Background: an optimization exercise with open tools, aiming at small area, a short achievable clock period and few clock cycles. Do not read the settings as production practice.
Function was checked by simulation only, so behaviour that the tests miss may differ from the original.

`design/flow/design.v`:
```
module loop_lane (
    input  wire         clk,
    input  wire         rst,
    input  wire         in_valid,
    output wire         in_ready,
    input  wire [3:0]   in_typ,
    input  wire [111:0] in_coef_v,    
    input  wire [34:0]  in_coef_s,    
    input  wire [15:0]  in_lo,
    input  wire [15:0]  in_hi,
    input  wire [63:0]  in_x,         
    input  wire [3:0]   in_xp,        
    input  wire [39:0]  in_i,         
    input  wire [39:0]  in_io,        
    input  wire [39:0]  in_d,         
    input  wire [39:0]  in_s,         
    input  wire [15:0]  in_yp,        
    input  wire [15:0]  in_fx1,
    input  wire [15:0]  in_fx2,
    input  wire [15:0]  in_fy1,
    input  wire [15:0]  in_fy2,
    output reg          out_valid,
    output reg  [15:0]  out_u,
    output reg  [15:0]  out_err,
    output reg          out_lim,
    output reg          out_sat,
    output reg  [39:0]  out_i,
    output reg  [39:0]  out_io,
    output reg  [39:0]  out_d,
    output reg  [39:0]  out_s,
    output reg  [15:0]  out_yp,
    output reg  [15:0]  out_fx1,
    output reg  [15:0]  out_fx2,
    output reg  [15:0]  out_fy1,
    output reg  [15:0]  out_fy2
);
    localparam [3:0] T_PI = 4'd1, T_PID = 4'd2, T_BIQUAD = 4'd3, T_LEADLAG = 4'd4,
                     T_LIMIT = 4'd5, T_SELECT = 4'd6, T_RATE = 4'd7, T_CASC = 4'd9;
    localparam [4:0] S_IDLE  = 5'd0,
                     S_START = 5'd1,
                     S_D0    = 5'd2,    
                     S_D1    = 5'd3,    
                     S_P0    = 5'd4,    
                     S_P1    = 5'd5,    
                     S_P2    = 5'd6,    
                     S_P3    = 5'd7,    
                     S_P4    = 5'd8,    
                     S_P5    = 5'd9,    
                     S_P6    = 5'd10,   
                     S_P7    = 5'd11,   
                     S_P8    = 5'd12,   
                     S_P9    = 5'd13,   
                     S_P10   = 5'd14,   
                     S_P11   = 5'd15,   
                     S_P12   = 5'd16,   
                     S_F     = 5'd17,   
                     S_FEND  = 5'd18,
                     S_R0    = 5'd19,   
                     S_R1    = 5'd20,   
                     S_R2    = 5'd21,   
                     S_DONE  = 5'd22;
    localparam signed [39:0] A_MAX = 40'sh7F_FFFF_FFFF;
    localparam signed [39:0] A_MIN = -40'sh80_0000_0000;
    reg [4:0] state;
    reg [3:0]          typ;
    reg [111:0]        cv;
    reg [34:0]         cs;
    reg signed [15:0]  lo, hi;
    reg signed [15:0]  x0, x1, x2, x3;
    reg [3:0]          xp;
    reg signed [39:0]  st_i, st_io, st_d, st_s;
    reg signed [15:0]  st_yp, st_fx1, st_fx2, st_fy1, st_fy2;
    reg signed [39:0]  acc;
    reg signed [16:0]  e;
    reg signed [39:0]  p, kiv, ff, dd, inew;
    reg signed [15:0]  u_o;
    reg                outer;       
    reg [2:0]          tap;
    reg                sat;
    assign in_ready = (state == S_IDLE);
    function signed [15:0] cval;
        input [2:0] j;
        cval = cv[16*j +: 16];
    endfunction
    function signed [4:0] cshf;
        input [2:0] j;
        cshf = cs[5*j +: 5];
    endfunction
    function signed [15:0] out16;
        input signed [39:0] a;
        reg signed [40:0] t;
        reg signed [24:0] q;
        begin
            t = {a[39], a} + 41'sd32768;
            q = t[40:16];
            if (q > 25'sd32767)
                out16 = 16'sh7FFF;
            else if (q < -25'sd32768)
                out16 = 16'sh8000;
            else
                out16 = q[15:0];
        end
    endfunction
    function signed [15:0] clamp16;
        input signed [15:0] v, l, h;
        reg signed [15:0] t;
        begin
            t = (v < l) ? l : v;
            clamp16 = (t > h) ? h : t;
        end
    endfunction
    function signed [15:0] min16;
        input signed [15:0] a, b;
        min16 = (a < b) ? a : b;
    endfunction
    function signed [15:0] max16;
        input signed [15:0] a, b;
        max16 = (a > b) ? a : b;
    endfunction
    reg  signed [15:0] m_val;
    reg  signed [4:0]  m_shf;
    reg  signed [40:0] m_op;
    reg                m_wide;
    wire signed [63:0] m_prod = m_val * m_op;
    wire signed [63:0] m_t    = m_wide ? ((m_prod + 64'sd16384) >>> 15) : (m_prod <<< 1);
    reg  signed [63:0] m_sh;
    reg  signed [39:0] m_res;
    reg                m_sat;
    always @* begin
        if (!m_shf[4])
            m_sh = m_t <<< m_shf;
        else
            m_sh = (m_t + (64'sd1 <<< (-m_shf - 5'sd1))) >>> (-m_shf);
        if (m_sh > 64'sh7F_FFFF_FFFF) begin
            m_res = A_MAX;
            m_sat = 1'b1;
        end else if (m_sh < -64'sh80_0000_0000) begin
            m_res = A_MIN;
            m_sat = 1'b1;
        end else begin
            m_res = m_sh[39:0];
            m_sat = 1'b0;
        end
    end
    reg  signed [40:0] a_a;
    reg  signed [40:0] a_b;
    wire signed [41:0] a_sum = {a_a[40], a_a} + {a_b[40], a_b};
    reg  signed [39:0] a_res;
    reg                a_sat;
    always @* begin
        if (a_sum > 42'sh7F_FFFF_FFFF) begin
            a_res = A_MAX;
            a_sat = 1'b1;
        end else if (a_sum < -42'sh80_0000_0000) begin
            a_res = A_MIN;
            a_sat = 1'b1;
        end else begin
            a_res = a_sum[39:0];
            a_sat = 1'b0;
        end
    end
    wire signed [15:0] v0 = xp[0] ? x0 : 16'sd0;
    wire signed [15:0] v1 = xp[1] ? x1 : 16'sd0;
    wire signed [15:0] v2 = xp[2] ? x2 : 16'sd0;
    wire signed [15:0] v3 = xp[3] ? x3 : 16'sd0;
    wire is_casc = (typ == T_CASC);
    wire signed [15:0] pi_ref    = xp[3] ? min16(v0, x3) : v0;
    wire signed [15:0] inner_ref = xp[2] ? min16(x2, u_o) : u_o;
    wire signed [15:0] pi_r  = outer ? v0 : (is_casc ? inner_ref : pi_ref);
    wire signed [15:0] pi_y  = outer ? v1 : (is_casc ? v3 : v1);
    wire signed [15:0] pi_lo = outer ? cval(3'd5) : lo;
    wire signed [15:0] pi_hi = outer ? cval(3'd6) : hi;
    wire signed [39:0] pi_i  = outer ? st_io : st_i;
    wire [2:0]         pi_kp = (is_casc && !outer) ? 3'd2 : 3'd0;
    wire [2:0]         pi_ki = (is_casc && !outer) ? 3'd3 : 3'd1;
    wire signed [15:0] acc_o16 = out16(acc);
    wire signed [39:0] lo_w    = {{8{pi_lo[15]}}, pi_lo, 16'd0};
    wire signed [39:0] hi_w    = {{8{pi_hi[15]}}, pi_hi, 16'd0};
    reg signed [15:0] f_op;
    reg               f_neg;
    reg               f_last;
    always @* begin
        f_op   = 16'sd0;
        f_neg  = 1'b0;
        f_last = 1'b0;
        if (typ == T_BIQUAD) begin
            case (tap)
                3'd0: f_op = v0;
                3'd1: f_op = st_fx1;
                3'd2: f_op = st_fx2;
                3'd3: begin f_op = st_fy1; f_neg = 1'b1; end
                default: begin f_op = st_fy2; f_neg = 1'b1; f_last = 1'b1; end
            endcase
        end else begin
            case (tap)
                3'd0: f_op = v0;
                3'd1: f_op = st_fx1;
                default: begin f_op = st_fy1; f_neg = 1'b1; f_last = 1'b1; end
            endcase
        end
    end
    wire signed [15:0] up_v   = cval(3'd0);
    wire signed [15:0] dn_v   = cval(3'd1);
    wire [4:0]         up_amt = cshf(3'd0) + 5'sd8;
    wire [4:0]         dn_amt = cshf(3'd1) + 5'sd8;
    wire signed [39:0] up_st  = {{24{up_v[15]}}, up_v} <<< up_amt;
    wire signed [39:0] dn_st  = {{24{dn_v[15]}}, dn_v} <<< dn_amt;
    wire signed [15:0] lim_lo = xp[1] ? max16(lo, x1) : lo;
    wire signed [15:0] lim_hi = xp[2] ? min16(hi, x2) : hi;
    wire signed [15:0] lim_y  = min16(max16(v0, lim_lo), lim_hi);
    reg signed [15:0] sel_y;
    reg               sel_any;
    integer k;
    always @* begin
        sel_y   = 16'sd0;
        sel_any = 1'b0;
        for (k = 0; k < 4; k = k + 1) begin
            if (xp[k]) begin
                if (!sel_any)
                    sel_y = in_word(k);
                else if (cval(3'd0) == 16'sd1)
                    sel_y = max16(sel_y, in_word(k));
                else
                    sel_y = min16(sel_y, in_word(k));
                sel_any = 1'b1;
            end
        end
    end
    function signed [15:0] in_word;
        input integer n;
        case (n)
            0: in_word = x0;
            1: in_word = x1;
            2: in_word = x2;
            default: in_word = x3;
        endcase
    endfunction
    always @* begin
        m_val  = 16'sd0;
        m_shf  = 5'sd0;
        m_op   = 41'sd0;
        m_wide = 1'b0;
        a_a    = 41'sd0;
        a_b    = 41'sd0;
        case (state)
            S_D0: begin
                m_val = cval(3'd4); m_shf = cshf(3'd4);
                m_op = {st_d[39], st_d}; m_wide = 1'b1;
            end
            S_D1: begin
                m_val = cval(3'd3); m_shf = cshf(3'd3);
                m_op = {{25{v1[15]}}, v1} - {{25{st_yp[15]}}, st_yp};
                a_a = {acc[39], acc}; a_b = -{m_res[39], m_res};
            end
            S_P1: begin
                m_val = cval(pi_kp); m_shf = cshf(pi_kp);
                m_op = {{24{e[16]}}, e};
            end
            S_P2: begin
                m_val = cval(pi_ki); m_shf = cshf(pi_ki);
                m_op = {{24{e[16]}}, e};
            end
            S_P3: begin
                m_val = cval(3'd2); m_shf = cshf(3'd2);
                m_op = {{25{v2[15]}}, v2};
            end
            S_P4: begin a_a = {p[39], p};     a_b = {pi_i[39], pi_i}; end
            S_P5: begin a_a = {acc[39], acc}; a_b = {kiv[39], kiv}; end
            S_P6: begin a_a = {acc[39], acc}; a_b = {ff[39], ff}; end
            S_P7: begin a_a = {acc[39], acc}; a_b = {dd[39], dd}; end
            S_P8: begin a_a = {pi_i[39], pi_i}; a_b = {kiv[39], kiv}; end
            S_P9: begin a_a = {p[39], p};     a_b = {inew[39], inew}; end
            S_P10: begin a_a = {acc[39], acc}; a_b = {ff[39], ff}; end
            S_P11: begin a_a = {acc[39], acc}; a_b = {dd[39], dd}; end
            S_F: begin
                m_val = cval(tap); m_shf = cshf(tap);
                m_op = {{25{f_op[15]}}, f_op};
                a_a = {acc[39], acc};
                a_b = f_neg ? -{m_res[39], m_res} : {m_res[39], m_res};
            end
            S_R0: begin a_a = {{9{v0[15]}}, v0, 16'd0}; a_b = -{st_s[39], st_s}; end
            S_R2: begin a_a = {st_s[39], st_s}; a_b = {acc[39], acc}; end
            default: ;
        endcase
    end
    reg        hold;
    reg signed [39:0] i_upd;
    reg signed [39:0] r_diff;
    reg signed [15:0] u_fin;
    always @* begin
        hold = ((acc_o16 > pi_hi) && (kiv > 40'sd0)) ||
               ((acc_o16 < pi_lo) && (kiv < 40'sd0));
        i_upd = a_res;
        if (i_upd < lo_w) i_upd = lo_w;
        if (i_upd > hi_w) i_upd = hi_w;
        r_diff = acc;
        if (up_v != 16'sd0 && r_diff > up_st) r_diff = up_st;
        if (dn_v != 16'sd0 && r_diff < -dn_st) r_diff = -dn_st;
        u_fin = clamp16(acc_o16, pi_lo, pi_hi);
    end
    always @(posedge clk) begin
        if (rst) begin
            state     <= S_IDLE;
            out_valid <= 1'b0;
        end else begin
            out_valid <= 1'b0;
            case (state)
                S_IDLE: begin
                    if (in_valid) begin
                        typ    <= in_typ;
                        cv     <= in_coef_v;
                        cs     <= in_coef_s;
                        lo     <= in_lo;
                        hi     <= in_hi;
                        x0     <= in_x[15:0];
                        x1     <= in_x[31:16];
                        x2     <= in_x[47:32];
                        x3     <= in_x[63:48];
                        xp     <= in_xp;
                        st_i   <= in_i;
                        st_io  <= in_io;
                        st_d   <= in_d;
                        st_s   <= in_s;
                        st_yp  <= in_yp;
                        st_fx1 <= in_fx1;
                        st_fx2 <= in_fx2;
                        st_fy1 <= in_fy1;
                        st_fy2 <= in_fy2;
                        state  <= S_START;
                    end
                end
                S_START: begin
                    out_u   <= 16'sd0;
                    out_err <= 16'sd0;
                    out_lim <= 1'b0;
                    out_i   <= st_i;
                    out_io  <= st_io;
                    out_d   <= st_d;
                    out_s   <= st_s;
                    out_yp  <= st_yp;
                    out_fx1 <= st_fx1;
                    out_fx2 <= st_fx2;
                    out_fy1 <= st_fy1;
                    out_fy2 <= st_fy2;
                    sat     <= 1'b0;
                    acc     <= 40'sd0;
                    dd      <= 40'sd0;
                    tap     <= 3'd0;
                    outer   <= (typ == T_CASC);
                    case (typ)
                        T_PI, T_CASC: state <= S_P0;
                        T_PID:        state <= S_D0;
                        T_BIQUAD, T_LEADLAG: state <= S_F;
                        T_RATE:       state <= S_R0;
                        T_LIMIT: begin
                            out_u <= lim_y;
                            state <= S_DONE;
                        end
                        T_SELECT: begin
                            out_u <= clamp16(sel_y, lo, hi);
                            state <= S_DONE;
                        end
                        default: state <= S_DONE;
                    endcase
                end
                S_D0: begin
                    acc   <= m_res;
                    sat   <= sat | m_sat;
                    state <= S_D1;
                end
                S_D1: begin
                    dd     <= a_res;
                    out_d  <= a_res;
                    out_yp <= v1;
                    sat    <= sat | m_sat | a_sat;
                    state  <= S_P0;
                end
                S_P0: begin
                    e     <= {pi_r[15], pi_r} - {pi_y[15], pi_y};
                    state <= S_P1;
                end
                S_P1: begin
                    p     <= m_res;
                    sat   <= sat | m_sat;
                    state <= S_P2;
                end
                S_P2: begin
                    kiv   <= m_res;
                    sat   <= sat | m_sat;
                    state <= S_P3;
                end
                S_P3: begin
                    if (is_casc) begin
                        ff <= 40'sd0;
                    end else begin
                        ff  <= m_res;
                        sat <= sat | m_sat;
                    end
                    state <= S_P4;
                end
                S_P4:  begin acc <= a_res; sat <= sat | a_sat; state <= S_P5; end
                S_P5:  begin acc <= a_res; sat <= sat | a_sat; state <= S_P6; end
                S_P6:  begin acc <= a_res; sat <= sat | a_sat; state <= S_P7; end
                S_P7:  begin acc <= a_res; sat <= sat | a_sat; state <= S_P8; end
                S_P8: begin
                    if (hold) begin
                        inew <= pi_i;
                    end else begin
                        inew <= i_upd;
                        sat  <= sat | a_sat;
                    end
                    state <= S_P9;
                end
                S_P9:  begin acc <= a_res; sat <= sat | a_sat; state <= S_P10; end
                S_P10: begin acc <= a_res; sat <= sat | a_sat; state <= S_P11; end
                S_P11: begin acc <= a_res; sat <= sat | a_sat; state <= S_P12; end
                S_P12: begin
                    if (outer) begin
                        out_io <= inew;
                        u_o    <= u_fin;
                        outer  <= 1'b0;
                        state  <= S_P0;
                    end else begin
                        out_i   <= inew;
                        out_u   <= u_fin;
                        out_lim <= (u_fin != acc_o16);
                        out_err <= (e > 17'sd32767) ? 16'sh7FFF :
                                   (e < -17'sd32768) ? 16'sh8000 : e[15:0];
                        state   <= S_DONE;
                    end
                end
                S_F: begin
                    acc   <= a_res;
                    sat   <= sat | m_sat | a_sat;
                    tap   <= tap + 3'd1;
                    if (f_last)
                        state <= S_FEND;
                end
                S_FEND: begin
                    out_u   <= clamp16(acc_o16, lo, hi);
                    out_fx1 <= v0;
                    out_fy1 <= clamp16(acc_o16, lo, hi);
                    if (typ == T_BIQUAD) begin
                        out_fx2 <= st_fx1;
                        out_fy2 <= st_fy1;
                    end
                    state <= S_DONE;
                end
                S_R0: begin
                    acc   <= a_res;
                    sat   <= sat | a_sat;
                    state <= S_R1;
                end
                S_R1: begin
                    acc   <= r_diff;
                    state <= S_R2;
                end
                S_R2: begin
                    out_s <= a_res;
                    out_u <= out16(a_res);
                    sat   <= sat | a_sat;
                    state <= S_DONE;
                end
                S_DONE: begin
                    out_sat   <= sat;
                    out_valid <= 1'b1;
                    state     <= S_IDLE;
                end
                default: state <= S_IDLE;
            endcase
        end
    end
endmodule
```
`design/flow/run.sh`:
```
#!/bin/bash
# synth_recipe.tcl (not shown) runs the flow's synth.tcl, then flattens the netlist and writes it again
# the make line also repeats each setting of config.mk as NAME=value (left out here)
make -C /OpenROAD-flow-scripts/flow DESIGN_CONFIG=/design/flow/config.mk WORK_HOME=/design/flow/orfs CLKGATE_MAP_FILE= SYNTH_SCRIPT=/design/flow/synth_recipe.tcl finish
```
`design/flow/config.mk`:
```
export PLATFORM = sky130hd
export DESIGN_NAME = loop_lane
export DESIGN_NICKNAME = loop_lane
export VERILOG_FILES = /design/flow/design.v
export SDC_FILE = /design/flow/constraint.sdc
export NUM_CORES = 4
export LEC_CHECK = 0
export CAP_MARGIN = 20
export CORE_MARGIN = 2
export CORE_UTILIZATION = 30
export SLEW_MARGIN = 20
```
`design/flow/constraint.sdc`:
```
create_clock -name core_clock -period 27.0 [get_ports {clk}]
set_input_delay 5.4000 -clock core_clock [delete_from_list [all_inputs] [get_ports {clk}]]
set_output_delay 5.4000 -clock core_clock [all_outputs]
set_load 0.01 [all_outputs]
```
==> results by group <==
Outcome
  – Status: no timing/DRC/antenna violations

Timing
  – Max-slew headroom: 9.10%
  – Tmin final: 25.97 ns
  – Final period util: 96.2%
  – TNS Setup: 0 ns
  – Final setup fails: 0
  – Final hold vios: 0
  – Slew at the pin with the worst max-slew slack: 1.35 ns
  – F_max: 0.0385 GHz
  – Slew Viols, Final: 0
  – Setup Skew: 0.116 ns

Route
  – Pre-antenna DRT Iters: 12
  – Post-route ant nets: 0
  – Final WL: 550 mm
  – Vias: 103000
  – WL per Instance: 31.2 µm
  – DRC violations left: 0
  – DR vias/cell: 5.83
  – Starting DRT DRC Count: 15100

Synth
  – Part of the Yosys area used for sequential elements: 30.5%
  – Netlist Area Pre-Place: 103000 µm²
  – Synth Register Bits: 1049
  – Number of synthesized flops with an enable pin: 1043
  – Synthesis Warnings: 1
  – Top cell type by total area after synthesis: edfxtp_1
  – Mapped Cells: 11800
  – Post-Syn Nets: 13500
  – Top cell type's share of synthesized area: 30.4%
  – Share of async-settable or async-resettable flops after synthesis: 0%
  – Yosys cell types: 114
  – Primary FF master, synth: edfxtp_1
  – Synth top area cells: edfxtp_1 30%, fa_1 12%, ha_1 7.6%
  – Post-Syn Area per Cell: 8.77 µm²

Cells and area
  – Layout cells sized above 1: 11.7%
  – Commonest non-fill, non-tap cells in the layout: 1597 x nand2_1, 1212 x nor2_1, 1043 x edfxtp_1
  – Most common cell after layout, fill and taps aside: nand2_1
  – # fillers: 35300
  – Sequential cell area: 31400 µm²
  – Final nets: 14600
  – Synth-to-layout area growth: 22.5%
  – Finished Layout Cells: 17600
  – Area of the multi-input gates: 66600 µm²

Clock tree
  – Clk root buf: clkbuf_16
  – Clock sink count: 1049
  – CTS Buf Count: 125
  – Hold-fix buffers at CTS: 0
  – CTS clk-pin slew, worst paths: 0.06 ns
  – Worst-Skew Late Latency: 0.93 ns
  – Max Root-Sink Buffers: 4
  – H-tree Lvls: 3
  – CTS tree: built

Global route
  – Largest net degree at the start of global routing: 156
  – Gr usage total: 30.6%
  – First-pass GRT wire length: 760 mm
  – Antenna violations before repair: 79
  – Vias in the first global route: 97600
  – Global route overflow: 0

Worst setup path
  – Critical path class: flop to flop
  – Maximum fanout along the worst path: 29
  – Critical Path Source Type: flop
  – Crit end category: flop
  – Worst path max stage delay: 0.78 ns
  – Worst Path Required: 27.57 ns
  – Crit path DAT: 26.54 ns
  – CP max stage cell: nor3b_2
  – Most used cell, CP: buf_4

Die
  – Cell Rows: 215
  – Initial Util: 30.1%
  – Chip Width: 590 µm
  – Top-level port count: 770
  – Area of the die: 348000 µm²
  – Core area: 342000 µm²
  – DIE HEIGHT: 590 µm

Placed design
  – Final Wtd Congestion: 1.04
  – Port Buffer Count: 769
  – Dpl cells: 17300
  – HPWL Detailed: 448 mm

Run
  – Max-Cap Viols: 0

Worst hold path
  – Worst hold path type: flop to flop
[layer usage]
metal	up-vias	track usage (%)	routed length, µm
met3	1245	7.88	63300
met5	-	0	269
li1	44600	-	-
met2	6453	45.1	230000
met1	50400	40.2	218000
met4	38	18.4	39400
[stage by stage]
step | util [%] | hold WS [ns] | area [µm²] | worst slack [ns]
finish | 36.9 | 0.468 | 126000 | 1.03
detailed placement | 35.5 | 0.449 | 122000 | 0.622
global placement | 35.5 | 0.432 | 122000 | 0.888
floorplan | - | 0.427 | 103000 | 0.592
global route | 36.9 | 0.484 | 126000 | -0.0485
CTS | 36.7 | 0.468 | 126000 | 0.409
[area by class of cell]
type / instances / share of cell area (%)
repair buffers: 1696 / 11.7
multi-input cells: 9073 / 52.7
well taps: 4557 / 4.51
inverters: 965 / 2.87
flip-flops and latches: 1049 / 24.9
clock inverters: 86 / 0.678
clock buffers: 145 / 2.57
diodes: 47 / 0.0931
[worst max-delay path: cells and delay by family, from the launching register on]
| kind | cells | cell delay, ns |
|---|---|---|
| adders and majority gates | 13 | 5.19 |
| AOI/OAI and AO/OA | 50 | 10.66 |
| xor gates and xnor gates | 2 | 0.37 |
| and+or+nand+nor | 26 | 5.43 |
| buffers and inverters | 19 | 3.30 |
| DFF | 1 | 0.55 |
[cell usage after synthesis, types with 95 or more instances]
cell type / count
fa_1: 607
inv_1: 959
a211oi_1: 95
nand4_1: 160
nor3_1: 173
nand2_1: 1605
xor2_1: 108
o21a_1: 104
edfxtp_1: 1043
o211ai_1: 138
a222oi_1: 107
mux2i_1: 247
nor2b_1: 125
ha_1: 628
clkbuf_1: 566
o21ai_0: 630
a31oi_1: 114
xnor2_1: 193
a21o_1: 228
a21oi_1: 785
nand3_1: 231
nand2b_1: 145
nor2_1: 1235
[cells by family after synthesis]
kind of cell / count (synthesis) / share of synthesized area (%)
buffers and inverters: 1637 / 5.99
DFF: 1049 / 30.5
muxes: 361 / 3.91
adders and majority gates: 1236 / 19.4
AOI/OAI and AO/OA: 3051 / 19.6
xor gates and xnor gates: 301 / 2.56
and+or+nand+nor: 4124 / 18.0
[path summary, 6_finish.rpt]
kind                                  to     start  slack (ns)  cells after the start
worst min-delay path             out_sat       sat        0.47                      0
worst max register to register  inew[31]  state[2]        1.03                    110
worst min register to register   out_sat       sat        0.47                      0
worst max-delay path            inew[31]  state[2]        1.03                    110
[repair_timing]
item                       in CTS  in global routing
resized for setup               0                113
setup endpoints to repair       0                 43
setup buffers                   0                 11
[flip-flops by register name (all words and copies together), names as in the netlist, 35 cells and up]
signal / flops
out_i: 40
out_d: 40
dd: 40
out_io: 40
acc: 40
p: 40
ff: 40
st_d: 40
kiv: 40
inew: 40
cs: 35
st_s: 40
out_s: 40
st_io: 40
st_i: 40
cv: 112
Testbench counts, summed over its fixed seeds: cycles 161,822.

re-timing with driven ports:
No port has a modelled driver above. Below, the same layout with a new extraction and two added sets of constraints.
Step 1 assumes that a clkbuf_16 drives the clock port and a buf_2 every other input.
Step 2 times the ports against the registers' clock, not the clock port: input delays grow and output delays shrink by t, the midpoint of the rising clock arrivals with the driver on.
Slacks: ideal / step 1 / step 2; pairs: ideal / step 1.
t, ns: 0.988
setup WS [ns]: 1.033 / 1.033 / 1.033
worst setup path after step 2: register to register
worst data-port slew with drivers (ns): 0.21
cell pins on the clock port's net: 1
After both steps this run still meets setup and hold. The setup slack of this run moves by 0.000 ns with the drivers and by 0.000 ns with both steps.
